What follows belongs to an exercise in optimizing a design on an open flow for small area, a short achievable clock period and few clock cycles; a production flow would make more cautious choices.
The RTL was checked by simulation tests, not by an equivalence proof against the original design.
No activity file was given, so power comes from the tool's default toggle rates.

--- design/flow/config.mk ---
export PLATFORM = sky130hd
export DESIGN_NAME = crc_block
export DESIGN_NICKNAME = crc_block
export VERILOG_FILES = /design/flow/design.v
export SDC_FILE = /design/flow/constraint.sdc
export NUM_CORES = 4
export LEC_CHECK = 0
export CAP_MARGIN = 30
export CORE_MARGIN = 2
export CORE_UTILIZATION = 30
export PLACE_DENSITY = 0.5
export SLEW_MARGIN = 40
--- design/flow/constraint.sdc ---
create_clock -name core_clock -period 14.0 [get_ports {clk}]
set_input_delay 2.8000 -clock core_clock [delete_from_list [all_inputs] [get_ports {clk}]]
set_output_delay 2.8000 -clock core_clock [all_outputs]
set_load 0.01 [all_outputs]
--- design/flow/design.v ---
module crc_unit (
    input  wire [63:0] x4,
    input  wire [63:0] x1,
    output wire [7:0] y4_0,
    output wire [15:0] y4_1,
    output wire [31:0] y4_2,
    output wire [31:0] y4_3,
    output wire [63:0] y4_4,
    output wire [7:0] y1_0,
    output wire [15:0] y1_1,
    output wire [31:0] y1_2,
    output wire [31:0] y1_3,
    output wire [63:0] y1_4
);
    wire t4_0 = x4[7] ^ x4[27];
    wire t4_1 = x4[15] ^ x4[22];
    wire t4_2 = x4[16] ^ x4[23];
    wire t4_3 = x4[0] ^ x4[13];
    wire t4_4 = x4[18] ^ x4[26];
    wire t4_5 = x4[3] ^ x4[31];
    wire t4_6 = x4[2] ^ x4[12];
    wire t4_7 = x4[14] ^ x4[19];
    wire t4_8 = x4[10] ^ x4[24];
    wire t4_9 = x4[8] ^ x4[28];
    wire t4_10 = x4[4] ^ x4[30];
    wire t4_11 = x4[9] ^ x4[29];
    wire t4_12 = x4[1] ^ x4[11];
    wire t4_13 = x4[17] ^ x4[20];
    wire t4_14 = x4[6] ^ x4[21];
    wire t4_15 = x4[5] ^ x4[25];
    wire t4_16 = t4_0 ^ t4_2;
    wire t4_17 = t4_1 ^ t4_5;
    wire t4_18 = t4_6 ^ t4_10;
    wire t4_19 = t4_0 ^ t4_4;
    wire t4_20 = t4_3 ^ t4_11;
    wire t4_21 = t4_7 ^ x4[5];
    wire t4_22 = t4_8 ^ t4_9;
    wire t4_23 = x4[15] ^ x4[24];
    wire t4_24 = x4[2] ^ x4[6];
    wire t4_25 = x4[3] ^ x4[8];
    wire t4_26 = t4_12 ^ x4[25];
    wire t4_27 = x4[19] ^ x4[20];
    wire t4_28 = t4_13 ^ t4_15;
    wire t4_29 = x4[1] ^ x4[7];
    wire t4_30 = t4_14 ^ x4[9];
    wire t4_31 = x4[23] ^ x4[27];
    wire t4_32 = t4_3 ^ x4[29];
    wire t4_33 = x4[26] ^ x4[30];
    wire t4_34 = t4_9 ^ x4[11];
    wire t4_35 = t4_8 ^ x4[28];
    wire t4_36 = x4[10] ^ x4[31];
    wire t4_37 = t4_10 ^ x4[17];
    wire t4_38 = t4_1 ^ x4[14];
    wire t4_39 = x4[4] ^ x4[9];
    wire t4_40 = x4[13] ^ x4[21];
    wire t4_41 = t4_0 ^ x4[26];
    wire t4_42 = x4[0] ^ x4[18];
    wire t4_43 = x4[14] ^ x4[15];
    wire t4_44 = t4_3 ^ x4[8];
    wire t4_45 = t4_4 ^ x4[2];
    wire t4_46 = t4_6 ^ x4[3];
    wire t4_47 = t4_7 ^ x4[22];
    wire t4_48 = x4[6] ^ x4[11];
    wire t4_49 = t4_18 ^ x4[16];
    wire t4_50 = t4_2 ^ x4[7];
    wire t4_51 = x4[0] ^ x4[21];
    wire t4_52 = t4_11 ^ x4[3];
    wire t4_53 = x4[12] ^ x4[20];
    wire t4_54 = x4[17] ^ x4[29];
    wire t4_55 = t4_2 ^ x4[27];
    wire t4_56 = t4_13 ^ x4[5];
    wire t4_57 = t4_1 ^ x4[31];
    wire t4_58 = t4_19 ^ x4[23];
    wire t4_59 = t4_5 ^ x4[25];
    wire t4_60 = x4[4] ^ x4[10];
    wire t4_61 = t4_12 ^ t4_16;
    wire t4_62 = t4_14 ^ x4[13];
    wire t4_63 = t4_17 ^ x4[0];
    wire t4_64 = x4[23] ^ x4[24];
    wire t4_65 = t4_21 ^ x4[1];
    wire t4_66 = t4_7 ^ t4_31;
    wire t4_67 = t4_11 ^ x4[24];
    wire t4_68 = t4_35 ^ x4[30];
    wire t4_69 = x4[21] ^ x4[28];
    wire t4_70 = t4_12 ^ t4_14;
    wire t4_71 = t4_15 ^ x4[7];
    wire t4_72 = t4_3 ^ x4[14];
    wire t4_73 = x4[12] ^ x4[16];
    wire t4_74 = t4_1 ^ x4[10];
    wire t4_75 = x4[18] ^ x4[25];
    wire t4_76 = t4_20 ^ x4[17];
    wire t4_77 = t4_13 ^ t4_26;
    wire t4_78 = t4_13 ^ t4_17;
    wire t4_79 = x4[4] ^ x4[19];
    wire t4_80 = x4[22] ^ x4[29];
    wire t4_81 = t4_5 ^ x4[5];
    wire t4_82 = t4_23 ^ t4_24;
    wire t4_83 = t4_19 ^ x4[16];
    wire t4_84 = t4_6 ^ x4[23];
    wire t4_85 = t4_5 ^ x4[9];
    wire t4_86 = t4_30 ^ x4[1];
    wire t4_87 = t4_8 ^ x4[18];
    wire t4_88 = t4_9 ^ x4[0];
    wire t4_89 = t4_10 ^ x4[19];
    wire t4_90 = x4[4] ^ x4[20];
    wire t4_91 = t4_15 ^ x4[31];
    wire t4_92 = t4_4 ^ x4[22];
    wire t4_93 = t4_4 ^ x4[25];
    wire t4_94 = x4[12] ^ x4[28];
    wire t4_95 = t4_22 ^ x4[15];
    wire t4_96 = t4_1 ^ t4_27;
    wire t4_97 = t4_67 ^ x4[8];
    wire t4_98 = t4_33 ^ x4[27];
    wire t4_99 = t4_7 ^ x4[12];
    wire t4_100 = t4_11 ^ x4[18];
    wire t4_101 = t4_10 ^ t4_36;
    wire t4_102 = t4_43 ^ t4_59;
    wire t4_103 = t4_29 ^ t4_38;
    wire t4_104 = t4_16 ^ x4[2];
    wire t4_105 = t4_28 ^ t4_73;
    wire t4_106 = t4_13 ^ t4_34;
    wire t4_107 = t4_23 ^ x4[6];
    wire t4_108 = x4[10] ^ x4[11];
    wire t4_109 = t4_48 ^ x4[9];
    wire t4_110 = t4_16 ^ x4[15];
    wire t4_111 = t4_39 ^ x4[11];
    wire t4_112 = t4_2 ^ t4_29;
    wire t4_113 = t4_64 ^ x4[21];
    wire t4_114 = t4_15 ^ t4_39;
    wire t4_115 = t4_12 ^ t4_60;
    wire t4_116 = t4_8 ^ x4[20];
    wire t4_117 = t4_3 ^ t4_5;
    wire t4_118 = t4_2 ^ x4[14];
    wire t4_119 = x4[20] ^ x4[28];
    wire t4_120 = t4_44 ^ x4[6];
    wire t4_121 = t4_92 ^ x4[9];
    wire t4_122 = t4_6 ^ x4[14];
    wire t4_123 = t4_76 ^ x4[30];
    wire t4_124 = t4_4 ^ t4_63;
    wire t4_125 = t4_6 ^ x4[28];
    wire t4_126 = t4_17 ^ x4[20];
    wire t4_127 = t4_24 ^ t4_37;
    wire t4_128 = t4_12 ^ t4_46;
    wire t4_129 = t4_4 ^ t4_36;
    wire t4_130 = t4_2 ^ t4_10;
    wire t4_131 = t4_4 ^ t4_12;
    wire t4_132 = t4_1 ^ t4_9;
    wire t4_133 = t4_41 ^ x4[16];
    wire t4_134 = t4_79 ^ x4[1];
    wire t4_135 = t4_9 ^ t4_100;
    wire t4_136 = t4_14 ^ t4_42;
    wire t4_137 = t4_52 ^ x4[17];
    wire t4_138 = t4_26 ^ t4_27;
    wire t4_139 = t4_16 ^ t4_56;
    wire t4_140 = t4_18 ^ x4[11];
    wire t4_141 = t4_14 ^ t4_23;
    wire t4_142 = t4_32 ^ x4[12];
    wire t4_143 = t4_28 ^ x4[13];
    wire t4_144 = t4_82 ^ x4[14];
    wire t4_145 = t4_14 ^ t4_53;
    wire t4_146 = t4_35 ^ x4[5];
    wire t4_147 = t4_32 ^ x4[22];
    wire t4_148 = t4_30 ^ t4_45;
    wire t4_149 = t4_103 ^ x4[17];
    wire t4_150 = t4_21 ^ t4_25;
    wire t4_151 = t4_150 ^ x4[18];
    wire t4_152 = x4[0] ^ x4[19];
    wire t4_153 = t4_45 ^ t4_108;
    wire t4_154 = t4_21 ^ t4_58;
    wire t4_155 = x4[1] ^ x4[5];
    wire t4_156 = t4_88 ^ x4[9];
    wire t4_157 = x4[1] ^ x4[24];
    wire t4_158 = t4_29 ^ x4[2];
    wire t4_159 = t4_75 ^ x4[10];
    wire t4_160 = t4_159 ^ x4[21];
    wire t4_161 = t4_25 ^ x4[22];
    wire t4_162 = t4_27 ^ t4_111;
    wire t4_163 = t4_90 ^ x4[26];
    wire t4_164 = t4_0 ^ t4_113;
    wire t4_165 = t4_22 ^ t4_24;
    wire t4_166 = t4_52 ^ x4[6];
    wire t4_167 = t4_115 ^ x4[26];
    wire t4_168 = t4_18 ^ x4[8];
    wire t4_169 = t4_48 ^ x4[5];
    wire t4_170 = t4_0 ^ t4_15;
    wire t4_171 = t4_30 ^ t4_34;
    wire t4_172 = t4_170 ^ x4[12];
    wire t4_173 = t4_8 ^ x4[29];
    wire t4_174 = t4_40 ^ t4_43;
    wire t4_175 = t4_38 ^ t4_49;
    wire t4_176 = t4_6 ^ t4_57;
    wire t4_177 = t4_45 ^ x4[21];
    wire t4_178 = t4_25 ^ t4_65;
    wire t4_179 = t4_8 ^ t4_51;
    wire t4_180 = t4_1 ^ x4[26];
    wire t4_181 = t4_61 ^ x4[13];
    wire t4_182 = t4_28 ^ x4[29];
    wire t4_183 = t4_34 ^ t4_55;
    wire t4_184 = t4_94 ^ x4[3];
    wire t4_185 = t4_32 ^ t4_47;
    wire t4_186 = t4_83 ^ x4[25];
    wire t4_187 = t4_54 ^ t4_124;
    wire t4_188 = x4[2] ^ x4[30];
    wire t4_189 = t4_9 ^ x4[20];
    wire t4_190 = t4_51 ^ x4[30];
    wire t4_191 = t4_5 ^ t4_95;
    wire t4_192 = t4_68 ^ x4[21];
    wire t4_193 = t4_16 ^ x4[31];
    wire t4_194 = t4_126 ^ x4[24];
    wire t4_195 = t4_14 ^ t4_15;
    wire t4_196 = t4_34 ^ x4[13];
    wire t4_197 = t4_7 ^ t4_50;
    wire t4_198 = t4_197 ^ x4[25];
    wire t4_199 = t4_54 ^ x4[18];
    wire t4_200 = t4_4 ^ t4_62;
    wire t4_201 = t4_9 ^ t4_17;
    wire t4_202 = t4_20 ^ t4_70;
    wire t4_203 = t4_33 ^ x4[29];
    wire t4_204 = x4[26] ^ x4[31];
    wire t4_205 = t4_30 ^ t4_96;
    wire t4_206 = t4_75 ^ x4[23];
    wire t4_207 = t4_12 ^ t4_31;
    wire t4_208 = t4_28 ^ t4_97;
    wire t4_209 = t4_20 ^ t4_78;
    wire t4_210 = t4_98 ^ x4[11];
    wire t4_211 = t4_210 ^ x4[25];
    wire t4_212 = t4_11 ^ t4_49;
    wire t4_213 = t4_13 ^ t4_22;
    wire t4_214 = t4_7 ^ t4_28;
    wire t4_215 = t4_8 ^ t4_17;
    wire t4_216 = t4_51 ^ x4[10];
    wire t4_217 = t4_51 ^ x4[22];
    wire t4_218 = t4_15 ^ x4[1];
    wire t4_219 = t4_66 ^ x4[4];
    wire t4_220 = t4_218 ^ x4[26];
    wire t4_221 = t4_8 ^ t4_47;
    wire t4_222 = x4[1] ^ x4[30];
    wire t4_223 = t4_53 ^ x4[30];
    wire t4_224 = t4_7 ^ t4_30;
    wire t4_225 = t4_49 ^ t4_57;
    wire t4_226 = t4_5 ^ t4_40;
    wire t4_227 = t4_131 ^ x4[13];
    wire t4_228 = t4_6 ^ t4_7;
    wire t4_229 = t4_21 ^ x4[17];
    wire t4_230 = t4_1 ^ t4_106;
    wire t4_231 = x4[12] ^ x4[21];
    assign y4_0[0] = (t4_133 ^ (t4_134 ^ (x4[17] ^ t4_132)));
    assign y4_0[1] = (t4_135 ^ (t4_56 ^ (x4[2] ^ t4_55)));
    assign y4_0[2] = (t4_68 ^ ((x4[19] ^ t4_136) ^ t4_137));
    assign y4_0[3] = (t4_138 ^ (t4_101 ^ (t4_80 ^ (x4[7] ^ t4_42))));
    assign y4_0[4] = (t4_140 ^ ((t4_69 ^ t4_57) ^ t4_139));
    assign y4_0[5] = ((t4_142 ^ t4_58) ^ (t4_81 ^ (t4_134 ^ t4_141)));
    assign y4_0[6] = (t4_144 ^ (t4_33 ^ t4_143));
    assign y4_0[7] = (t4_83 ^ ((x4[0] ^ t4_14) ^ t4_102));
    assign y4_1[0] = (((x4[4] ^ t4_3) ^ t4_145) ^ t4_146);
    assign y4_1[1] = (t4_147 ^ (t4_71 ^ (x4[14] ^ t4_70)));
    assign y4_1[2] = ((((x4[6] ^ x4[8]) ^ t4_33) ^ t4_84) ^ t4_103);
    assign y4_1[3] = (t4_104 ^ (t4_85 ^ (t4_23 ^ t4_44)));
    assign y4_1[4] = (t4_86 ^ ((t4_25 ^ t4_72) ^ t4_105));
    assign y4_1[5] = (((t4_3 ^ t4_60) ^ t4_148) ^ t4_149);
    assign y4_1[6] = (((x4[2] ^ t4_74) ^ t4_61) ^ t4_151);
    assign y4_1[7] = (t4_106 ^ ((t4_107 ^ t4_46) ^ (t4_39 ^ (t4_152 ^ t4_2))));
    assign y4_1[8] = (t4_105 ^ ((t4_40 ^ (x4[4] ^ t4_29)) ^ (t4_52 ^ t4_87)));
    assign y4_1[9] = (t4_153 ^ (((x4[8] ^ t4_15) ^ t4_37) ^ (t4_47 ^ t4_62)));
    assign y4_1[10] = (((t4_53 ^ t4_109) ^ t4_63) ^ t4_154);
    assign y4_1[11] = ((t4_155 ^ (x4[8] ^ t4_152)) ^ t4_110);
    assign y4_1[12] = (((t4_157 ^ t4_24) ^ (x4[16] ^ t4_13)) ^ t4_156);
    assign y4_1[13] = (t4_160 ^ (t4_158 ^ t4_137));
    assign y4_1[14] = ((t4_161 ^ t4_89) ^ t4_153);
    assign y4_1[15] = (((x4[12] ^ t4_31) ^ t4_81) ^ t4_162);
    assign y4_2[0] = (((x4[0] ^ t4_24) ^ t4_112) ^ (t4_161 ^ t4_163));
    assign y4_2[1] = ((((x4[17] ^ x4[2]) ^ t4_155) ^ (t4_25 ^ t4_39)) ^ t4_164);
    assign y4_2[2] = ((((x4[22] ^ x4[3]) ^ t4_42) ^ t4_114) ^ t4_165);
    assign y4_2[3] = (t4_167 ^ (((x4[19] ^ x4[23]) ^ t4_71) ^ t4_166));
    assign y4_2[4] = (t4_168 ^ (t4_41 ^ (t4_116 ^ t4_169)));
    assign y4_2[5] = (t4_172 ^ (t4_117 ^ t4_171));
    assign y4_2[6] = (((x4[10] ^ t4_119) ^ t4_118) ^ (t4_20 ^ t4_46));
    assign y4_2[7] = (((x4[3] ^ t4_12) ^ t4_173) ^ (t4_174 ^ t4_37));
    assign y4_2[8] = (((x4[11] ^ t4_42) ^ t4_91) ^ t4_175);
    assign y4_2[9] = (t4_176 ^ (t4_56 ^ ((x4[7] ^ t4_79) ^ t4_44)));
    assign y4_2[10] = (t4_177 ^ (t4_72 ^ (t4_39 ^ (x4[7] ^ (x4[22] ^ x4[5])))));
    assign y4_2[11] = (((x4[6] ^ t4_31) ^ t4_74) ^ t4_178);
    assign y4_2[12] = ((t4_119 ^ t4_111) ^ (t4_50 ^ t4_82));
    assign y4_2[13] = ((t4_179 ^ t4_71) ^ (t4_73 ^ (t4_25 ^ t4_54)));
    assign y4_2[14] = (t4_121 ^ ((t4_26 ^ t4_37) ^ t4_120));
    assign y4_2[15] = (t4_65 ^ ((t4_6 ^ (x4[9] ^ t4_36)) ^ t4_58));
    assign y4_2[16] = ((t4_35 ^ (t4_79 ^ t4_180)) ^ t4_181);
    assign y4_2[17] = (t4_183 ^ ((x4[24] ^ t4_122) ^ t4_182));
    assign y4_2[18] = ((t4_93 ^ (t4_141 ^ t4_184)) ^ t4_123);
    assign y4_2[19] = (((x4[1] ^ t4_101) ^ t4_185) ^ t4_186);
    assign y4_2[20] = (t4_63 ^ ((t4_21 ^ t4_37) ^ (t4_48 ^ ((x4[16] ^ x4[28]) ^ t4_0))));
    assign y4_2[21] = ((x4[5] ^ t4_125) ^ t4_187);
    assign y4_2[22] = (t4_19 ^ (((x4[13] ^ x4[8]) ^ t4_188) ^ (t4_27 ^ t4_80)));
    assign y4_2[23] = ((t4_189 ^ t4_190) ^ (t4_66 ^ t4_85));
    assign y4_2[24] = ((t4_50 ^ (t4_14 ^ ((x4[26] ^ x4[2]) ^ t4_11))) ^ t4_191);
    assign y4_2[25] = (t4_77 ^ ((t4_31 ^ t4_33) ^ (t4_8 ^ (t4_11 ^ t4_24))));
    assign y4_2[26] = ((t4_59 ^ ((x4[11] ^ t4_6) ^ t4_19)) ^ t4_192);
    assign y4_2[27] = ((t4_138 ^ t4_193) ^ (t4_32 ^ (x4[6] ^ t4_125)));
    assign y4_2[28] = (t4_147 ^ ((t4_118 ^ t4_37) ^ (t4_94 ^ (x4[24] ^ t4_14))));
    assign y4_2[29] = ((t4_91 ^ (((x4[18] ^ x4[30]) ^ t4_64) ^ t4_32)) ^ t4_149);
    assign y4_2[30] = (((t4_7 ^ t4_75) ^ (x4[7] ^ t4_10)) ^ t4_194);
    assign y4_2[31] = (t4_63 ^ (t4_195 ^ (x4[19] ^ t4_158)));
    assign y4_3[0] = (t4_61 ^ (((x4[26] ^ t4_119) ^ t4_114) ^ t4_144));
    assign y4_3[1] = ((t4_133 ^ t4_95) ^ (t4_46 ^ (t4_54 ^ t4_195)));
    assign y4_3[2] = (t4_186 ^ (t4_196 ^ ((x4[22] ^ t4_37) ^ t4_166)));
    assign y4_3[3] = (((t4_36 ^ (x4[12] ^ t4_11)) ^ (t4_37 ^ t4_88)) ^ t4_154);
    assign y4_3[4] = (((t4_32 ^ t4_45) ^ (x4[8] ^ t4_101)) ^ t4_198);
    assign y4_3[5] = (t4_127 ^ ((t4_59 ^ t4_88) ^ (x4[19] ^ t4_50)));
    assign y4_3[6] = (t4_183 ^ ((t4_24 ^ t4_199) ^ t4_102));
    assign y4_3[7] = (t4_182 ^ ((((x4[30] ^ x4[6]) ^ t4_42) ^ t4_66) ^ t4_128));
    assign y4_3[8] = (t4_200 ^ (((x4[28] ^ t4_23) ^ t4_18) ^ (t4_5 ^ (t4_27 ^ t4_29))));
    assign y4_3[9] = (t4_202 ^ (((x4[19] ^ x4[26]) ^ t4_64) ^ t4_201));
    assign y4_3[10] = ((t4_203 ^ t4_74) ^ (t4_94 ^ t4_169));
    assign y4_3[11] = (t4_193 ^ ((x4[30] ^ t4_48) ^ t4_142));
    assign y4_3[12] = ((t4_143 ^ t4_168) ^ (t4_55 ^ ((x4[15] ^ t4_204) ^ t4_109)));
    assign y4_3[13] = (t4_77 ^ ((t4_117 ^ t4_84) ^ (t4_60 ^ (x4[21] ^ (x4[15] ^ x4[18])))));
    assign y4_3[14] = (t4_205 ^ (t4_206 ^ ((x4[13] ^ t4_0) ^ t4_184)));
    assign y4_3[15] = (t4_185 ^ ((t4_22 ^ t4_50) ^ (x4[21] ^ t4_163)));
    assign y4_3[16] = ((t4_38 ^ (t4_190 ^ t4_207)) ^ t4_208);
    assign y4_3[17] = (((t4_2 ^ t4_93) ^ t4_176) ^ (t4_68 ^ t4_86));
    assign y4_3[18] = ((((x4[28] ^ x4[6]) ^ t4_60) ^ t4_65) ^ t4_209);
    assign y4_3[19] = (((x4[27] ^ t4_11) ^ t4_93) ^ t4_192);
    assign y4_3[20] = ((t4_80 ^ ((x4[19] ^ x4[28]) ^ t4_36)) ^ t4_211);
    assign y4_3[21] = ((t4_91 ^ ((x4[14] ^ t4_29) ^ t4_107)) ^ t4_212);
    assign y4_3[22] = (t4_213 ^ ((t4_10 ^ t4_207) ^ (t4_72 ^ t4_85)));
    assign y4_3[23] = ((t4_145 ^ t4_16) ^ (x4[29] ^ t4_129));
    assign y4_3[24] = (((t4_180 ^ t4_44) ^ (x4[2] ^ t4_130)) ^ (t4_214 ^ t4_86));
    assign y4_3[25] = (((x4[14] ^ t4_45) ^ t4_139) ^ (t4_215 ^ t4_86));
    assign y4_3[26] = (((t4_13 ^ t4_216) ^ t4_121) ^ t4_178);
    assign y4_3[27] = (t4_205 ^ (t4_115 ^ (t4_42 ^ (x4[2] ^ t4_31))));
    assign y4_3[28] = ((t4_128 ^ t4_146) ^ (t4_50 ^ (t4_27 ^ t4_217)));
    assign y4_3[29] = (t4_77 ^ (((x4[4] ^ t4_25) ^ t4_62) ^ (t4_80 ^ (t4_6 ^ t4_64))));
    assign y4_3[30] = (((x4[3] ^ t4_113) ^ t4_121) ^ (t4_72 ^ (t4_18 ^ t4_71)));
    assign y4_3[31] = ((t4_120 ^ t4_215) ^ (t4_219 ^ t4_220));
    assign y4_4[0] = (t4_196 ^ (((x4[6] ^ (x4[24] ^ x4[32])) ^ t4_50) ^ (t4_89 ^ t4_93)));
    assign y4_4[1] = ((t4_99 ^ ((x4[31] ^ x4[33]) ^ t4_41)) ^ t4_208);
    assign y4_4[2] = (t4_162 ^ ((x4[34] ^ t4_179) ^ t4_110));
    assign y4_4[3] = (t4_105 ^ (t4_22 ^ ((x4[35] ^ t4_12) ^ t4_217)));
    assign y4_4[4] = (t4_76 ^ (((x4[36] ^ t4_14) ^ t4_26) ^ (t4_84 ^ t4_92)));
    assign y4_4[5] = (t4_58 ^ ((((x4[13] ^ x4[37]) ^ t4_222) ^ t4_46) ^ t4_221));
    assign y4_4[6] = ((t4_34 ^ t4_59) ^ (t4_66 ^ (((x4[2] ^ x4[38]) ^ t4_23) ^ (t4_3 ^ t4_90))));
    assign y4_4[7] = (((((x4[15] ^ x4[23]) ^ (x4[39] ^ x4[7])) ^ t4_223) ^ t4_202) ^ t4_151);
    assign y4_4[8] = (t4_225 ^ (t4_224 ^ (t4_44 ^ ((x4[40] ^ t4_29) ^ t4_116))));
    assign y4_4[9] = ((((x4[41] ^ t4_10) ^ t4_35) ^ t4_148) ^ (t4_65 ^ t4_78));
    assign y4_4[10] = (t4_126 ^ ((t4_22 ^ t4_98) ^ (t4_40 ^ ((x4[29] ^ x4[2]) ^ (x4[42] ^ x4[5])))));
    assign y4_4[11] = (t4_97 ^ ((t4_226 ^ t4_47) ^ (x4[43] ^ t4_19)));
    assign y4_4[12] = (t4_83 ^ (((x4[13] ^ x4[44]) ^ t4_109) ^ (t4_116 ^ t4_38)));
    assign y4_4[13] = (t4_110 ^ (((x4[45] ^ (x4[17] ^ x4[25])) ^ t4_216) ^ (t4_34 ^ t4_99)));
    assign y4_4[14] = (t4_227 ^ ((t4_132 ^ t4_67) ^ (t4_73 ^ (x4[46] ^ t4_13))));
    assign y4_4[15] = (t4_123 ^ (t4_160 ^ (t4_55 ^ (x4[47] ^ t4_228))));
    assign y4_4[16] = (((x4[48] ^ t4_7) ^ t4_227) ^ (t4_68 ^ t4_78));
    assign y4_4[17] = ((t4_23 ^ ((x4[31] ^ x4[49]) ^ t4_0)) ^ ((t4_122 ^ t4_189) ^ (t4_203 ^ t4_62)));
    assign y4_4[18] = (((((x4[11] ^ x4[50]) ^ t4_14) ^ t4_67) ^ t4_219) ^ t4_124);
    assign y4_4[19] = (t4_120 ^ ((t4_131 ^ t4_74) ^ (t4_53 ^ (x4[5] ^ (x4[27] ^ x4[51])))));
    assign y4_4[20] = (((x4[52] ^ t4_125) ^ t4_224) ^ t4_181);
    assign y4_4[21] = (t4_213 ^ (((x4[53] ^ x4[7]) ^ t4_32) ^ (t4_38 ^ t4_46)));
    assign y4_4[22] = ((t4_130 ^ t4_174) ^ (t4_26 ^ ((x4[54] ^ t4_25) ^ t4_100)));
    assign y4_4[23] = (((t4_8 ^ (x4[9] ^ (x4[26] ^ x4[55]))) ^ t4_229) ^ t4_225);
    assign y4_4[24] = (((t4_56 ^ t4_89) ^ (x4[56] ^ t4_41)) ^ t4_191);
    assign y4_4[25] = (t4_164 ^ (t4_20 ^ ((t4_27 ^ t4_33) ^ (x4[5] ^ (x4[31] ^ x4[57])))));
    assign y4_4[26] = (t4_61 ^ ((t4_129 ^ t4_47) ^ (t4_90 ^ (x4[58] ^ t4_40))));
    assign y4_4[27] = (((t4_28 ^ t4_62) ^ (x4[59] ^ t4_19)) ^ t4_175);
    assign y4_4[28] = (((x4[60] ^ t4_16) ^ t4_200) ^ (t4_201 ^ t4_229));
    assign y4_4[29] = ((t4_38 ^ ((x4[61] ^ t4_13) ^ t4_20)) ^ t4_211);
    assign y4_4[30] = ((((x4[12] ^ x4[62]) ^ t4_222) ^ (t4_43 ^ t4_69)) ^ (t4_129 ^ t4_55));
    assign y4_4[31] = (t4_58 ^ ((((x4[25] ^ x4[29]) ^ (x4[63] ^ x4[8])) ^ t4_57) ^ t4_127));
    assign y4_4[32] = (t4_114 ^ (t4_5 ^ ((x4[13] ^ x4[27]) ^ t4_48)));
    assign y4_4[33] = ((t4_44 ^ t4_87) ^ (t4_99 ^ (t4_2 ^ ((x4[11] ^ x4[30]) ^ t4_15))));
    assign y4_4[34] = (t4_77 ^ ((t4_107 ^ t4_99) ^ (t4_3 ^ (x4[9] ^ t4_204))));
    assign y4_4[35] = (t4_95 ^ (((x4[0] ^ x4[20]) ^ t4_18) ^ (t4_66 ^ t4_70)));
    assign y4_4[36] = ((((t4_6 ^ t4_69) ^ (x4[16] ^ t4_12)) ^ (t4_20 ^ t4_71)) ^ t4_194);
    assign y4_4[37] = (t4_128 ^ (((x4[21] ^ x4[7]) ^ t4_199) ^ (t4_35 ^ t4_47)));
    assign y4_4[38] = (t4_140 ^ ((t4_25 ^ t4_206) ^ (t4_32 ^ t4_96)));
    assign y4_4[39] = (t4_65 ^ ((t4_130 ^ t4_85) ^ (t4_53 ^ ((x4[24] ^ x4[26]) ^ t4_40))));
    assign y4_4[40] = (t4_230 ^ (t4_177 ^ (t4_21 ^ ((x4[30] ^ t4_36) ^ t4_16))));
    assign y4_4[41] = ((t4_41 ^ (t4_231 ^ (x4[25] ^ t4_10))) ^ t4_209);
    assign y4_4[42] = (t4_221 ^ (t4_91 ^ (t4_0 ^ t4_70)));
    assign y4_4[43] = ((((x4[18] ^ x4[24]) ^ t4_3) ^ t4_96) ^ t4_49);
    assign y4_4[44] = (((x4[1] ^ t4_2) ^ t4_226) ^ t4_214);
    assign y4_4[45] = (t4_230 ^ ((t4_188 ^ t4_40) ^ t4_198));
    assign y4_4[46] = (t4_97 ^ (((t4_231 ^ t4_4) ^ t4_118) ^ t4_78));
    assign y4_4[47] = (t4_171 ^ (t4_74 ^ ((x4[0] ^ x4[17]) ^ t4_41)));
    assign y4_4[48] = (t4_61 ^ ((x4[22] ^ (x4[10] ^ x4[12])) ^ t4_135));
    assign y4_4[49] = ((t4_84 ^ ((x4[11] ^ x4[19]) ^ t4_22)) ^ t4_123);
    assign y4_4[50] = ((t4_223 ^ t4_26) ^ (t4_87 ^ ((x4[14] ^ t4_5) ^ t4_20)));
    assign y4_4[51] = ((t4_6 ^ (x4[31] ^ t4_43)) ^ (t4_22 ^ (t4_112 ^ t4_136)));
    assign y4_4[52] = (t4_127 ^ (t4_52 ^ ((t4_1 ^ t4_4) ^ (x4[28] ^ (x4[1] ^ x4[23])))));
    assign y4_4[53] = (t4_104 ^ ((t4_42 ^ t4_173) ^ (t4_81 ^ t4_89)));
    assign y4_4[54] = ((t4_117 ^ t4_56) ^ (t4_4 ^ t4_112));
    assign y4_4[55] = (t4_104 ^ ((t4_26 ^ t4_72) ^ (t4_69 ^ (x4[17] ^ t4_33))));
    assign y4_4[56] = ((t4_122 ^ (t4_9 ^ (x4[27] ^ t4_157))) ^ t4_187);
    assign y4_4[57] = ((t4_25 ^ (t4_11 ^ t4_12)) ^ (t4_41 ^ t4_82));
    assign y4_4[58] = (t4_49 ^ ((t4_0 ^ (x4[3] ^ (x4[10] ^ x4[25]))) ^ t4_156));
    assign y4_4[59] = (t4_76 ^ ((t4_9 ^ t4_81) ^ t4_167));
    assign y4_4[60] = (t4_220 ^ ((t4_16 ^ t4_20) ^ (t4_22 ^ t4_228)));
    assign y4_4[61] = ((t4_165 ^ t4_77) ^ (t4_98 ^ ((x4[13] ^ t4_43) ^ t4_52)));
    assign y4_4[62] = ((((t4_108 ^ t4_69) ^ t4_19) ^ t4_102) ^ t4_212);
    assign y4_4[63] = (t4_172 ^ (t4_87 ^ (((x4[23] ^ x4[6]) ^ t4_54) ^ t4_17)));
    wire t1_0 = x1[2] ^ x1[3];
    wire t1_1 = x1[0] ^ x1[4];
    wire t1_2 = x1[1] ^ x1[6];
    wire t1_3 = x1[5] ^ x1[7];
    wire t1_4 = t1_0 ^ t1_3;
    wire t1_5 = t1_1 ^ x1[5];
    wire t1_6 = x1[6] ^ x1[7];
    wire t1_7 = x1[3] ^ x1[4];
    wire t1_8 = x1[1] ^ x1[7];
    wire t1_9 = t1_2 ^ x1[0];
    wire t1_10 = t1_0 ^ t1_2;
    wire t1_11 = x1[1] ^ x1[5];
    wire t1_12 = t1_2 ^ x1[2];
    wire t1_13 = x1[0] ^ x1[3];
    wire t1_14 = t1_0 ^ x1[0];
    wire t1_15 = t1_0 ^ x1[4];
    wire t1_16 = t1_4 ^ x1[0];
    wire t1_17 = x1[5] ^ x1[6];
    wire t1_18 = t1_2 ^ t1_4;
    wire t1_19 = t1_3 ^ x1[2];
    wire t1_20 = t1_1 ^ t1_6;
    wire t1_21 = t1_1 ^ x1[1];
    wire t1_22 = t1_7 ^ x1[1];
    wire t1_23 = t1_2 ^ x1[5];
    wire t1_24 = t1_5 ^ x1[6];
    wire t1_25 = t1_6 ^ t1_7;
    wire t1_26 = t1_11 ^ x1[0];
    wire t1_27 = t1_0 ^ x1[7];
    wire t1_28 = t1_5 ^ x1[1];
    wire t1_29 = t1_1 ^ x1[7];
    wire t1_30 = t1_3 ^ t1_9;
    wire t1_31 = t1_4 ^ x1[6];
    wire t1_32 = t1_20 ^ x1[2];
    wire t1_33 = t1_6 ^ x1[0];
    wire t1_34 = t1_7 ^ x1[5];
    wire t1_35 = t1_9 ^ x1[2];
    wire t1_36 = t1_1 ^ x1[8];
    wire t1_37 = x1[2] ^ x1[6];
    wire t1_38 = x1[3] ^ x1[14];
    wire t1_39 = t1_11 ^ x1[2];
    wire t1_40 = t1_14 ^ x1[6];
    wire t1_41 = x1[4] ^ x1[5];
    wire t1_42 = t1_17 ^ x1[15];
    wire t1_43 = t1_2 ^ x1[7];
    wire t1_44 = x1[2] ^ x1[18];
    wire t1_45 = x1[3] ^ x1[19];
    wire t1_46 = t1_19 ^ x1[4];
    wire t1_47 = t1_1 ^ t1_19;
    wire t1_48 = t1_9 ^ x1[5];
    wire t1_49 = t1_3 ^ t1_22;
    wire t1_50 = t1_0 ^ t1_28;
    wire t1_51 = t1_23 ^ x1[3];
    wire t1_52 = t1_17 ^ x1[4];
    wire t1_53 = t1_3 ^ x1[6];
    wire t1_54 = t1_5 ^ x1[2];
    wire t1_55 = t1_5 ^ t1_10;
    wire t1_56 = t1_18 ^ x1[4];
    wire t1_57 = t1_1 ^ t1_31;
    wire t1_58 = t1_33 ^ x1[2];
    wire t1_59 = t1_6 ^ t1_15;
    assign y1_0[0] = t1_15;
    assign y1_0[1] = t1_34;
    assign y1_0[2] = t1_24;
    assign y1_0[3] = (t1_2 ^ t1_3);
    assign y1_0[4] = t1_25;
    assign y1_0[5] = t1_16;
    assign y1_0[6] = t1_35;
    assign y1_0[7] = (t1_0 ^ t1_8);
    assign y1_1[0] = t1_36;
    assign y1_1[1] = (x1[9] ^ t1_11);
    assign y1_1[2] = (x1[10] ^ t1_37);
    assign y1_1[3] = ((x1[11] ^ x1[7]) ^ t1_13);
    assign y1_1[4] = (x1[12] ^ x1[1]);
    assign y1_1[5] = (x1[13] ^ x1[2]);
    assign y1_1[6] = t1_38;
    assign y1_1[7] = (x1[15] ^ t1_1);
    assign y1_1[8] = t1_26;
    assign y1_1[9] = t1_12;
    assign y1_1[10] = t1_27;
    assign y1_1[11] = x1[3];
    assign y1_1[12] = t1_1;
    assign y1_1[13] = t1_11;
    assign y1_1[14] = t1_37;
    assign y1_1[15] = (x1[3] ^ x1[7]);
    assign y1_2[0] = (x1[2] ^ x1[8]);
    assign y1_2[1] = (x1[9] ^ t1_13);
    assign y1_2[2] = (x1[10] ^ t1_21);
    assign y1_2[3] = (x1[11] ^ t1_39);
    assign y1_2[4] = (x1[12] ^ t1_40);
    assign y1_2[5] = (t1_8 ^ (x1[13] ^ t1_7));
    assign y1_2[6] = (x1[14] ^ t1_41);
    assign y1_2[7] = (x1[0] ^ t1_42);
    assign y1_2[8] = (x1[16] ^ t1_43);
    assign y1_2[9] = (x1[17] ^ x1[7]);
    assign y1_2[10] = t1_44;
    assign y1_2[11] = t1_45;
    assign y1_2[12] = (x1[20] ^ t1_1);
    assign y1_2[13] = (x1[21] ^ t1_26);
    assign y1_2[14] = (x1[22] ^ t1_12);
    assign y1_2[15] = (x1[23] ^ t1_27);
    assign y1_2[16] = (t1_1 ^ (x1[24] ^ t1_0));
    assign y1_2[17] = ((x1[25] ^ x1[3]) ^ t1_28);
    assign y1_2[18] = (t1_5 ^ (x1[26] ^ t1_12));
    assign y1_2[19] = (x1[27] ^ t1_18);
    assign y1_2[20] = (x1[28] ^ t1_25);
    assign y1_2[21] = (x1[29] ^ t1_46);
    assign y1_2[22] = (t1_17 ^ (x1[30] ^ t1_0));
    assign y1_2[23] = (x1[31] ^ t1_25);
    assign y1_2[24] = t1_47;
    assign y1_2[25] = (t1_0 ^ t1_48);
    assign y1_2[26] = (t1_10 ^ t1_29);
    assign y1_2[27] = t1_49;
    assign y1_2[28] = t1_24;
    assign y1_2[29] = t1_30;
    assign y1_2[30] = (x1[7] ^ t1_9);
    assign y1_2[31] = t1_8;
    assign y1_3[0] = ((x1[8] ^ t1_0) ^ t1_21);
    assign y1_3[1] = (x1[9] ^ t1_50);
    assign y1_3[2] = ((x1[10] ^ t1_41) ^ t1_10);
    assign y1_3[3] = ((x1[11] ^ x1[4]) ^ t1_31);
    assign y1_3[4] = ((x1[12] ^ t1_3) ^ t1_12);
    assign y1_3[5] = ((x1[13] ^ x1[4]) ^ t1_43);
    assign y1_3[6] = (x1[14] ^ t1_49);
    assign y1_3[7] = (x1[15] ^ t1_51);
    assign y1_3[8] = (x1[16] ^ t1_32);
    assign y1_3[9] = (x1[17] ^ t1_47);
    assign y1_3[10] = (t1_44 ^ t1_52);
    assign y1_3[11] = (t1_45 ^ t1_53);
    assign y1_3[12] = ((x1[20] ^ x1[7]) ^ t1_10);
    assign y1_3[13] = (x1[21] ^ t1_8);
    assign y1_3[14] = (x1[22] ^ t1_22);
    assign y1_3[15] = (x1[23] ^ t1_54);
    assign y1_3[16] = ((x1[24] ^ x1[3]) ^ t1_48);
    assign y1_3[17] = (t1_29 ^ (x1[25] ^ t1_12));
    assign y1_3[18] = ((x1[26] ^ x1[4]) ^ t1_3);
    assign y1_3[19] = (x1[27] ^ t1_55);
    assign y1_3[20] = (x1[28] ^ t1_56);
    assign y1_3[21] = (x1[29] ^ t1_30);
    assign y1_3[22] = ((x1[30] ^ x1[3]) ^ t1_20);
    assign y1_3[23] = (x1[31] ^ t1_4);
    assign y1_3[24] = t1_12;
    assign y1_3[25] = (x1[7] ^ t1_14);
    assign y1_3[26] = x1[2];
    assign y1_3[27] = x1[3];
    assign y1_3[28] = t1_1;
    assign y1_3[29] = t1_26;
    assign y1_3[30] = t1_35;
    assign y1_3[31] = (t1_8 ^ t1_14);
    assign y1_4[0] = (t1_12 ^ t1_36);
    assign y1_4[1] = ((x1[1] ^ x1[9]) ^ t1_16);
    assign y1_4[2] = (x1[10] ^ t1_13);
    assign y1_4[3] = (x1[11] ^ t1_21);
    assign y1_4[4] = (x1[12] ^ t1_39);
    assign y1_4[5] = (x1[13] ^ t1_40);
    assign y1_4[6] = (t1_8 ^ (t1_1 ^ t1_38));
    assign y1_4[7] = t1_42;
    assign y1_4[8] = (x1[16] ^ t1_33);
    assign y1_4[9] = (x1[17] ^ t1_32);
    assign y1_4[10] = (x1[18] ^ t1_57);
    assign y1_4[11] = (x1[19] ^ t1_16);
    assign y1_4[12] = (x1[20] ^ t1_14);
    assign y1_4[13] = (x1[21] ^ t1_22);
    assign y1_4[14] = (x1[22] ^ t1_54);
    assign y1_4[15] = (x1[23] ^ t1_51);
    assign y1_4[16] = (x1[24] ^ t1_32);
    assign y1_4[17] = (x1[25] ^ t1_57);
    assign y1_4[18] = (x1[26] ^ t1_16);
    assign y1_4[19] = (x1[27] ^ t1_0);
    assign y1_4[20] = (x1[28] ^ t1_7);
    assign y1_4[21] = (x1[29] ^ t1_5);
    assign y1_4[22] = (x1[30] ^ t1_23);
    assign y1_4[23] = (x1[31] ^ t1_58);
    assign y1_4[24] = ((x1[32] ^ t1_0) ^ t1_20);
    assign y1_4[25] = ((x1[33] ^ x1[6]) ^ t1_16);
    assign y1_4[26] = (x1[34] ^ t1_27);
    assign y1_4[27] = (x1[35] ^ t1_10);
    assign y1_4[28] = ((x1[36] ^ x1[7]) ^ t1_15);
    assign y1_4[29] = ((x1[37] ^ x1[5]) ^ t1_10);
    assign y1_4[30] = (x1[38] ^ t1_59);
    assign y1_4[31] = (x1[39] ^ t1_18);
    assign y1_4[32] = ((x1[3] ^ x1[40]) ^ t1_8);
    assign y1_4[33] = (x1[41] ^ t1_9);
    assign y1_4[34] = (t1_8 ^ (x1[42] ^ (x1[0] ^ x1[2])));
    assign y1_4[35] = (t1_1 ^ (x1[6] ^ (x1[3] ^ x1[43])));
    assign y1_4[36] = ((x1[44] ^ t1_3) ^ t1_21);
    assign y1_4[37] = (x1[45] ^ t1_5);
    assign y1_4[38] = (x1[46] ^ t1_23);
    assign y1_4[39] = (x1[47] ^ t1_58);
    assign y1_4[40] = (x1[48] ^ t1_59);
    assign y1_4[41] = (x1[49] ^ t1_18);
    assign y1_4[42] = (t1_8 ^ (x1[50] ^ t1_13));
    assign y1_4[43] = (x1[6] ^ (x1[0] ^ x1[51]));
    assign y1_4[44] = (x1[52] ^ t1_8);
    assign y1_4[45] = ((x1[4] ^ x1[53]) ^ t1_2);
    assign y1_4[46] = ((x1[0] ^ x1[54]) ^ t1_19);
    assign y1_4[47] = (x1[55] ^ t1_15);
    assign y1_4[48] = (x1[56] ^ t1_34);
    assign y1_4[49] = (x1[57] ^ t1_24);
    assign y1_4[50] = (x1[58] ^ t1_30);
    assign y1_4[51] = (x1[59] ^ t1_29);
    assign y1_4[52] = ((x1[2] ^ x1[60]) ^ t1_52);
    assign y1_4[53] = ((x1[61] ^ t1_13) ^ t1_53);
    assign y1_4[54] = (x1[7] ^ (x1[2] ^ x1[62]));
    assign y1_4[55] = ((x1[4] ^ x1[63]) ^ t1_10);
    assign y1_4[56] = (t1_1 ^ t1_4);
    assign y1_4[57] = (x1[5] ^ t1_14);
    assign y1_4[58] = (t1_2 ^ t1_7);
    assign y1_4[59] = t1_46;
    assign y1_4[60] = t1_50;
    assign y1_4[61] = t1_55;
    assign y1_4[62] = t1_56;
    assign y1_4[63] = (t1_3 ^ (x1[1] ^ t1_13));
endmodule
module crc_block (
    input  wire        clk,
    input  wire        rst_n,
    input  wire        bus_valid,
    input  wire        bus_write,
    input  wire [11:0] bus_addr,
    input  wire [1:0]  bus_size,
    input  wire [31:0] bus_wdata,
    output wire        bus_ready,
    output reg         bus_rvalid,
    output wire [31:0] bus_rdata,
    output wire        irq_crc
);
    wire [9:0] waddr = bus_addr[11:2];
    wire       unit_page = (waddr[9:4] == 6'h04);
    wire [11:0] dec;
    assign dec[0]  = (waddr == 10'h000);                  
    assign dec[1]  = (waddr == 10'h001);                  
    assign dec[2]  = (waddr == 10'h002);                  
    assign dec[3]  = unit_page && waddr[3:0] == 4'h0;     
    assign dec[4]  = unit_page && waddr[3:0] == 4'h1;     
    assign dec[5]  = unit_page && waddr[3:0] == 4'h2;     
    assign dec[6]  = unit_page && waddr[3:0] == 4'h3;     
    assign dec[7]  = unit_page && waddr[3:0] == 4'h4;     
    assign dec[8]  = unit_page && waddr[3:0] == 4'h5;     
    assign dec[9]  = unit_page && waddr[3:0] == 4'h6;     
    assign dec[10] = unit_page && waddr[3:0] == 4'h7;     
    assign dec[11] = unit_page && waddr[3:0] == 4'h8;     
    reg         p_half;      
    wire        take = bus_valid && !p_half;
    assign bus_ready = !p_half;
    reg         p_wr, p_rd;
    reg  [11:0] p_dec;
    reg  [1:0]  p_size;
    reg  [31:0] p_wdata;
    always @(posedge clk) begin
        p_dec   <= dec;
        p_size  <= bus_size;
        p_wdata <= bus_wdata;
        if (!rst_n) begin
            p_wr       <= 1'b0;
            p_rd       <= 1'b0;
            p_half     <= 1'b0;
            bus_rvalid <= 1'b0;
        end else begin
            p_wr       <= take && bus_write;
            p_rd       <= take && !bus_write;
            p_half     <= take && bus_write && dec[7] && bus_size == 2'd1;
            bus_rvalid <= take && !bus_write;
        end
    end
    wire w_sel   = p_wr && p_dec[0];
    wire w_err   = p_wr && p_dec[1];
    wire w_done  = p_wr && p_dec[2];
    wire w_cfg   = p_wr && p_dec[3];
    wire w_ctx   = p_wr && p_dec[4];
    wire w_start = p_wr && p_dec[5];
    wire w_count = p_wr && p_dec[6];
    wire w_data  = p_wr && p_dec[7];
    wire w_vlo   = p_wr && p_dec[8];
    wire w_vhi   = p_wr && p_dec[9];
    wire r_vlo   = p_rd && p_dec[8];
    wire r_rlo   = p_rd && p_dec[10];
    reg  [1:0]  sel;
    reg         err_range;
    reg  [3:0]  done;
    reg  [31:0] val_hi_copy;
    reg  [31:0] res_hi_copy;
    reg         pend;        
    reg  [7:0]  pend_byte;
    wire [3:0]  u_xo, u_io, u_rf, u_en;
    wire [2:0]  u_poly [0:3];
    wire [2:0]  u_act  [0:3];
    wire [31:0] u_ctx  [0:3];
    wire [23:0] u_cnt  [0:3];
    wire [63:0] u_val  [0:3];
    wire [31:0] u_stg  [0:3];
    wire        c_xo   = u_xo[sel];
    wire        c_io   = u_io[sel];
    wire        c_rf   = u_rf[sel];
    wire        c_en   = u_en[sel];
    wire [2:0]  c_poly = u_poly[sel];
    wire [2:0]  c_act  = u_act[sel];
    wire [31:0] c_ctx  = u_ctx[sel];
    wire [23:0] c_cnt  = u_cnt[sel];
    wire [63:0] c_val  = u_val[sel];
    wire [31:0] c_stg  = u_stg[sel];
    wire a8  = (c_act == 3'd0);
    wire a16 = (c_act == 3'd1);
    wire a64 = c_act[2];
    wire a32 = !a8 && !a16 && !a64;
    wire [63:0] act_mask = a8  ? 64'h0000_0000_0000_00FF :
                           a16 ? 64'h0000_0000_0000_FFFF :
                           a32 ? 64'h0000_0000_FFFF_FFFF : 64'hFFFF_FFFF_FFFF_FFFF;
    function [7:0] rev8(input [7:0] a);
        integer i;
        for (i = 0; i < 8; i = i + 1) rev8[i] = a[7-i];
    endfunction
    function [15:0] rev16(input [15:0] a);
        integer i;
        for (i = 0; i < 16; i = i + 1) rev16[i] = a[15-i];
    endfunction
    function [31:0] rev32(input [31:0] a);
        integer i;
        for (i = 0; i < 32; i = i + 1) rev32[i] = a[31-i];
    endfunction
    function [63:0] rev64(input [63:0] a);
        integer i;
        for (i = 0; i < 64; i = i + 1) rev64[i] = a[63-i];
    endfunction
    wire [63:0] c_val_rev = a8  ? {56'd0, rev8(c_val[7:0])} :
                            a16 ? {48'd0, rev16(c_val[15:0])} :
                            a32 ? {32'd0, rev32(c_val[31:0])} : rev64(c_val);
    wire [63:0] vin  = c_rf ? c_val : c_val_rev;
    wire [31:0] dw   = c_rf ? p_wdata : {rev8(p_wdata[31:24]), rev8(p_wdata[23:16]),
                                         rev8(p_wdata[15:8]),  rev8(p_wdata[7:0])};
    wire [7:0]  fb   = pend ? pend_byte : p_wdata[7:0];
    wire [7:0]  db   = c_rf ? fb : rev8(fb);
    wire [63:0] x4   = vin ^ {32'd0, dw};
    wire [63:0] x1   = vin ^ {56'd0, db};
    wire [7:0]  y4_0, y1_0;
    wire [15:0] y4_1, y1_1;
    wire [31:0] y4_2, y1_2, y4_3, y1_3;
    wire [63:0] y4_4, y1_4;
    crc_unit u_eng (
        .x4(x4), .x1(x1),
        .y4_0(y4_0), .y4_1(y4_1), .y4_2(y4_2), .y4_3(y4_3), .y4_4(y4_4),
        .y1_0(y1_0), .y1_1(y1_1), .y1_2(y1_2), .y1_3(y1_3), .y1_4(y1_4)
    );
    wire        word = !pend && p_size[1];
    wire [7:0]  f0 = word ? y4_0 : y1_0;
    wire [15:0] f1 = word ? y4_1 : y1_1;
    wire [31:0] f2 = word ? y4_2 : y1_2;
    wire [31:0] f3 = word ? y4_3 : y1_3;
    wire [63:0] f4 = word ? y4_4 : y1_4;
    reg  [63:0] folded;
    always @* begin
        case (c_act)
            3'd0:    folded = {56'd0, c_rf ? f0 : rev8(f0)};
            3'd1:    folded = {48'd0, c_rf ? f1 : rev16(f1)};
            3'd2:    folded = {32'd0, c_rf ? f2 : rev32(f2)};
            3'd3:    folded = {32'd0, c_rf ? f3 : rev32(f3)};
            default: folded = c_rf ? f4 : rev64(f4);
        endcase
    end
    wire [2:0]  nbytes    = (p_size == 2'd0) ? 3'd1 : (p_size == 2'd1) ? 3'd2 : 3'd4;
    wire        data_over = c_en && ({21'd0, nbytes} > c_cnt);
    wire        data_ok   = w_data && !data_over;
    wire        done_set  = data_ok && c_en && (c_cnt == {21'd0, nbytes});
    wire        fold_now  = data_ok || pend;
    wire        cfg_bad = p_wdata[2:0] > 3'd4;
    wire        sel_bad = p_wdata[31:2] != 30'd0;
    wire        lo_bad  = !a64 && ((p_wdata & ~act_mask[31:0]) != 32'd0);
    wire        hi_bad  = !a64 && (p_wdata != 32'd0);
    wire        range   = (w_sel && sel_bad) || (w_cfg && cfg_bad) || (w_data && data_over) ||
                          (w_vlo && lo_bad) || (w_vhi && hi_bad);
    reg  [63:0] start_mask;
    always @* begin
        case (c_poly)
            3'd0:    start_mask = 64'h0000_0000_0000_00FF;
            3'd1:    start_mask = 64'h0000_0000_0000_FFFF;
            3'd2,
            3'd3:    start_mask = 64'h0000_0000_FFFF_FFFF;
            default: start_mask = 64'hFFFF_FFFF_FFFF_FFFF;
        endcase
    end
    wire [63:0] start_value = ((c_io ? start_mask : 64'd0) ^ {32'd0, c_ctx}) & start_mask;
    wire        do_start = w_start && p_wdata[0];
    wire        do_vlo   = w_vlo && !a64 && !lo_bad;
    wire        do_vhi   = w_vhi && a64;
    wire        val_we   = do_start || do_vlo || do_vhi || fold_now;
    wire [63:0] val_new  = fold_now ? folded :
                           do_start ? start_value :
                           do_vhi   ? {p_wdata, c_stg} : {32'd0, p_wdata};
    wire        cnt_we   = w_count || (data_ok && c_en);
    wire [23:0] cnt_new  = w_count ? p_wdata[23:0] : c_cnt - {21'd0, nbytes};
    wire        en_new   = w_count ? p_wdata[31] : !done_set;
    genvar k;
    generate
        for (k = 0; k < 4; k = k + 1) begin : g_unit
            wire here = (sel == k);
            reg        xo, io, rf, en;
            reg [2:0]  poly, act;
            reg [31:0] ctx, stg;
            reg [23:0] cnt;
            reg [63:0] val;
            always @(posedge clk) begin
                if (!rst_n) begin
                    xo <= 1'b1; io <= 1'b1; rf <= 1'b1; poly <= 3'd3; act <= 3'd3;
                    ctx <= 32'd0; en <= 1'b0; cnt <= 24'd0; val <= 64'd0; stg <= 32'd0;
                end else if (here) begin
                    if (w_cfg && !cfg_bad) begin
                        xo <= p_wdata[6]; io <= p_wdata[5]; rf <= p_wdata[4]; poly <= p_wdata[2:0];
                    end
                    if (w_ctx)
                        ctx <= p_wdata;
                    if (do_start)
                        act <= poly;
                    if (cnt_we) begin
                        cnt <= cnt_new;
                        en  <= en_new;
                    end
                    if (w_vlo && a64)
                        stg <= p_wdata;
                    if (val_we)
                        val <= val_new;
                end
            end
            assign u_xo[k] = xo;  assign u_io[k] = io;  assign u_rf[k] = rf;  assign u_en[k] = en;
            assign u_poly[k] = poly;  assign u_act[k] = act;  assign u_ctx[k] = ctx;
            assign u_cnt[k] = cnt;  assign u_val[k] = val;  assign u_stg[k] = stg;
        end
    endgenerate
    wire [3:0] done_nxt = (done & ~(w_done ? p_wdata[3:0] : 4'd0)) |
                          (done_set ? (4'd1 << sel) : 4'd0);
    assign irq_crc = |done_nxt;
    wire [63:0] c_res = c_val ^ (c_xo ? act_mask : 64'd0);
    always @(posedge clk) begin
        if (!rst_n) begin
            sel         <= 2'd0;
            err_range   <= 1'b0;
            done        <= 4'd0;
            val_hi_copy <= 32'd0;
            res_hi_copy <= 32'd0;
            pend        <= 1'b0;
            pend_byte   <= 8'd0;
        end else begin
            if (w_sel && !sel_bad)
                sel <= p_wdata[1:0];
            if (range)
                err_range <= 1'b1;
            else if (w_err && p_wdata[0])
                err_range <= 1'b0;
            done <= done_nxt;
            if (r_vlo)
                val_hi_copy <= c_val[63:32];
            if (r_rlo)
                res_hi_copy <= c_res[63:32];
            pend      <= data_ok && p_size == 2'd1;
            pend_byte <= p_wdata[15:8];
        end
    end
    assign bus_rdata =
        ({32{p_dec[0]}}  & {30'd0, sel}) |
        ({32{p_dec[1]}}  & {31'd0, err_range}) |
        ({32{p_dec[2]}}  & {28'd0, done}) |
        ({32{p_dec[3]}}  & {25'd0, c_xo, c_io, c_rf, 1'b0, c_poly}) |
        ({32{p_dec[4]}}  & c_ctx) |
        ({32{p_dec[6]}}  & {c_en, 7'd0, c_cnt}) |
        ({32{p_dec[8]}}  & c_val[31:0]) |
        ({32{p_dec[9]}}  & val_hi_copy) |
        ({32{p_dec[10]}} & c_res[31:0]) |
        ({32{p_dec[11]}} & res_hi_copy);
endmodule
--- design/flow/run.sh ---
#!/bin/bash
# synth_recipe.tcl (not shown) runs the flow's synth.tcl, then flattens the netlist and writes it again
# the make line also repeats each setting of config.mk as NAME=value (left out here)
make -C /OpenROAD-flow-scripts/flow DESIGN_CONFIG=/design/flow/config.mk WORK_HOME=/design/flow/orfs CLKGATE_MAP_FILE= SYNTH_SCRIPT=/design/flow/synth_recipe.tcl finish
==> summary.md <==
| Metric | Value |
|---|---|
| Number of nets with antenna violations after detailed routing | `0` |
| Mapped Cells | `between 6000 and 7000` |
| Worst setup SP type | `flip-flop` |
| Initial Util | `30.1%` |
| Max cap viols | `0` |
| TNS Setup | `0 ps` |
| Chip height | `435 um` |
| Fraction of layout cells with a size suffix above 1 | `13.1%` |
| Max clock buf depth | `3` |
| Drt pass-1 iters | `8` |
| RSZ-0062 raised after global routing | `false` |
| Hold_buf cts | `0` |
| Filler cells | `19100` |
| Clock latency on the worst-skew pair | `approximately 720 ps` |
| Sink Count | `about 800` |
| Seq. cell area | `around 0.016 mm2` |
| Commonest non-fill, non-tap cell in the layout | `nand2_1` |
| Via count | `approximately 50000` |
| Synth warn | `1` |
| Synth Flop Type | `dfxtp_1` |
| # rows | `between 150 and 200` |
| Synthesized area | `0.0558 mm2` |
| Area grow syn2layout | `13.1%` |
| Via/cell ratio | `5.79` |
| Placed Area | `0.0600 mm2` |
| CP arrival | `5920 ps` |
| Drt initial violations | `between 6000 and 7000` |
| Worst slew margin | `33.6%` |
| Commonest non-fill, non-tap cells in the layout | `nand2_1 (1163), dfxtp_1 (775), xnor2_1 (570), a21boi_0 (394), o21ai_0 (293)` |
| Period utilization | `62.3%` |
| Port buffer count | `82` |
| Syn Nets | `6209` |
| Total Wirelength | `about 300000 um` |
| Routed length per instance | `34.2 um` |
| Distinct cells, synth | `about 110` |
| Worst Path Required | `about 11000 ps` |
| Static Leak | `approximately 23 nW` |
| Slew @ Worst Pin | `995 ps` |
| Number of setup buffers added after CTS | `0` |
| Placed cell count | `8409` |
| TritonCTS buffer count | `90` |
| GPL Wtd Cong | `1.06` |
| Post-place setup slack | `5710 ps` |
| Die Area | `0.189 mm2` |
| Die width | `435 um` |
| Root Driver | `clkbuf_16` |
| Synth async-reset ratio | `0%` |
| Worst-path fanout max | `47` |
| FF+latch count, synth | `approximately 800` |
| Placeable Area | `0.185 mm2` |
| Final min period | `8720 ps` |
| Final Cell Area | `0.0631 mm2` |
| Critical path class | `flip-flop to primary output` |
| Overall Power | `between 0.007 and 0.008 W` |
| Initial antenna violation count | `20` |
| EDFF count, synth | `0` |
| Slew Viols, Final | `0` |
| Finished Layout Cells | `8581` |
| FMAX | `115 MHz` |
| Io pins | `85` |
| GRT Total Usage | `29.9%` |
| Largest net degree at the start of global routing | `around 230` |
| Vias in the first global route | `46200` |
| H-tree depth | `3` |
| Mapped Avg Cell Area | `a little over 9 um2` |
| DRC | `0` |
| CTS resizes | `0` |
| DPL Wire Length | `approximately 210000 um` |
| Power Dens Cells | `118 mW/mm2` |
| Final setup margin | `between 5000 and 6000 ps` |
| # setup viols final | `0` |
| Final Hold Fails | `0` |
| Worst-path clk slew | `60 ps` |
| Seq/Total Area, Yosys | `~28%` |
| HP Class | `flip-flop to flip-flop` |
| VDD IR-drop max | `~0.09 mV` |
| Multi-input logic area | `0.0386 mm2` |
| Fin nets | `slightly above 6000` |
| Worst setup EP type | `primary output` |
| Congestion Overflow GR | `0` |
| Status | `no timing/DRC/antenna violations` |
| Clk_skew | `65.8 ps` |
| First-pass GRT wire length | `397000 um` |
| CTS tree | `done` |
-- sequential cells by signal (all words and copies together) (netlist names), 2 cells and up --
register     flops
done             4
g_unit.cnt      96
pend_byte        8
p_wdata         32
p_dec           12
res_hi_copy     32
g_unit.en        4
g_unit.io        4
g_unit.rf        4
g_unit.xo        4
g_unit.stg     128
g_unit.act      12
sel              2
p_size           2
g_unit.poly     12
g_unit.ctx     128
val_hi_copy     32
g_unit.val     256
-- per-layer routing --
metal  GRT usage, %  vias to the layer above  wire length, um
li1               -                    21400                -
met1           38.7                    24900           118000
met2           44.9                     2709           125000
met3           5.80                      659            25900
met4           20.2                       12            23700
met5              0                        -              102
-- synth_stat cells, drive strengths merged (30+ instances only) --
cell type / instances / area share (%)
a211oi: 33 / 0.44
a21boi: 394 / 5.3
a21oi: 272 / 2.5
a222oi: 41 / 0.74
a22oi: 34 / 0.46
a31oi: 30 / 0.37
and2: 31 / 0.35
and3: 67 / 0.75
buf: 144 / 1.5
clkbuf: 395 / 2.7
dfxtp: 777 / 28
mux2i: 95 / 1.8
mux4: 164 / 6.6
nand2: 1171 / 7.9
nand3: 256 / 2.3
nor2: 208 / 1.4
nor3: 48 / 0.43
o211a: 49 / 0.88
o211ai: 30 / 0.41
o21ai: 338 / 3.0
o22ai: 31 / 0.36
xnor2: 662 / 11
xnor3: 239 / 9.7
xor2: 213 / 3.6
-- power breakdown --
part	internal (W)	switching [W]	total, W
sequential	0.00222	0.00000476	0.00222
combinational	0.00102	0.00178	0.00280
clock	0.00137	0.00103	0.00240
total	0.00461	0.00281	0.00742
-- worst max-delay path, stage by stage (launching register included) --
cell and delay [ps]:
dfxtp_4 830, buf_4 750, mux4_2 470, inv_1 80
ha_1 130, inv_1 60, fa_1 450, a21o_1 180
or3_1 450, nor3_1 420, nor2_1 170, nor4bb_1 180
buf_4 170, or2_2 340, clkdlybuf4s50_1 510
-- cell families (layout without fill, tap and decap cells) --
logic type	count (synthesis)	in the layout	synth area share [%]
xor gates and xnor gates	1131	1131	25.4
AOI/OAI and AO/OA	1492	1492	18.5
and+or+nand+nor	1931	1931	15.1
DFF	777	777	27.9
muxes	272	272	8.70
buffers and inverters	548	489	4.26
other	0	5	0
adders and majority gates	4	4	0.103
-- final timing paths --
| check | start | to | slack (ps) | cells after the start |
|---|---|---|---|---|
| max reg2reg | sel[1] | g_unit[1].val[9] | 5480 | 17 |
| min reg2reg | g_unit[1].val[55] | g_unit[1].val[55] | 450 | 2 |
| max | sel[1] | irq_crc | 5280 | 14 |
| min | g_unit[1].val[55] | g_unit[1].val[55] | 450 | 2 |
-- through the flow --
step                      utilization, %  hold slack, ps
after CTS                           34.0             455
final                               34.1             453
after global routing                34.1             476
after detailed placement            32.4             446
after floorplan                        -             421
after global placement              32.2             440
-- area by class of cell --
class	count	area share (%)
multi-input combinational	4830	61.2
antenna	5	0.0198
sequential	777	24.7
inverter	9	0.0536
timing repair buffer	316	4.30
clock buffer	136	4.19
tap	2480	4.92
clock inverter	28	0.605
Testbench counts, summed over its fixed seeds: cycles 7,521.

==> separate check: timing with driven ports <==
The flow's constraints put no driver on any port. The routed layout listed below was extracted and timed again, unchanged, in two steps. Step 1 (the two cells are an assumption about what drives the block):
set clk [get_ports {clk}]
set_driving_cell -lib_cell sky130_fd_sc_hd__clkbuf_16 $clk
set_driving_cell -lib_cell sky130_fd_sc_hd__buf_2 [delete_from_list [all_inputs] $clk]
Step 2 moves the port delays by t, midway between the first and last clock arrival at a register: inputs arrive t later, outputs are due t later. That takes back most of the time a late clock gives input paths. Slacks: ideal ports / drivers / drivers and shift; pairs: ideal ports / drivers.
shift t [ns]: 0.773
slack for setup (ns): 5.276 / 5.193 / 5.480
slew at the worst register clock pin (ns): 0.06 / 0.06
worst slew at a driven data input, ns: 0.08
After both steps this run still meets setup and hold. The setup slack of this run moves by -0.083 ns with the drivers and by +0.204 ns with both steps.
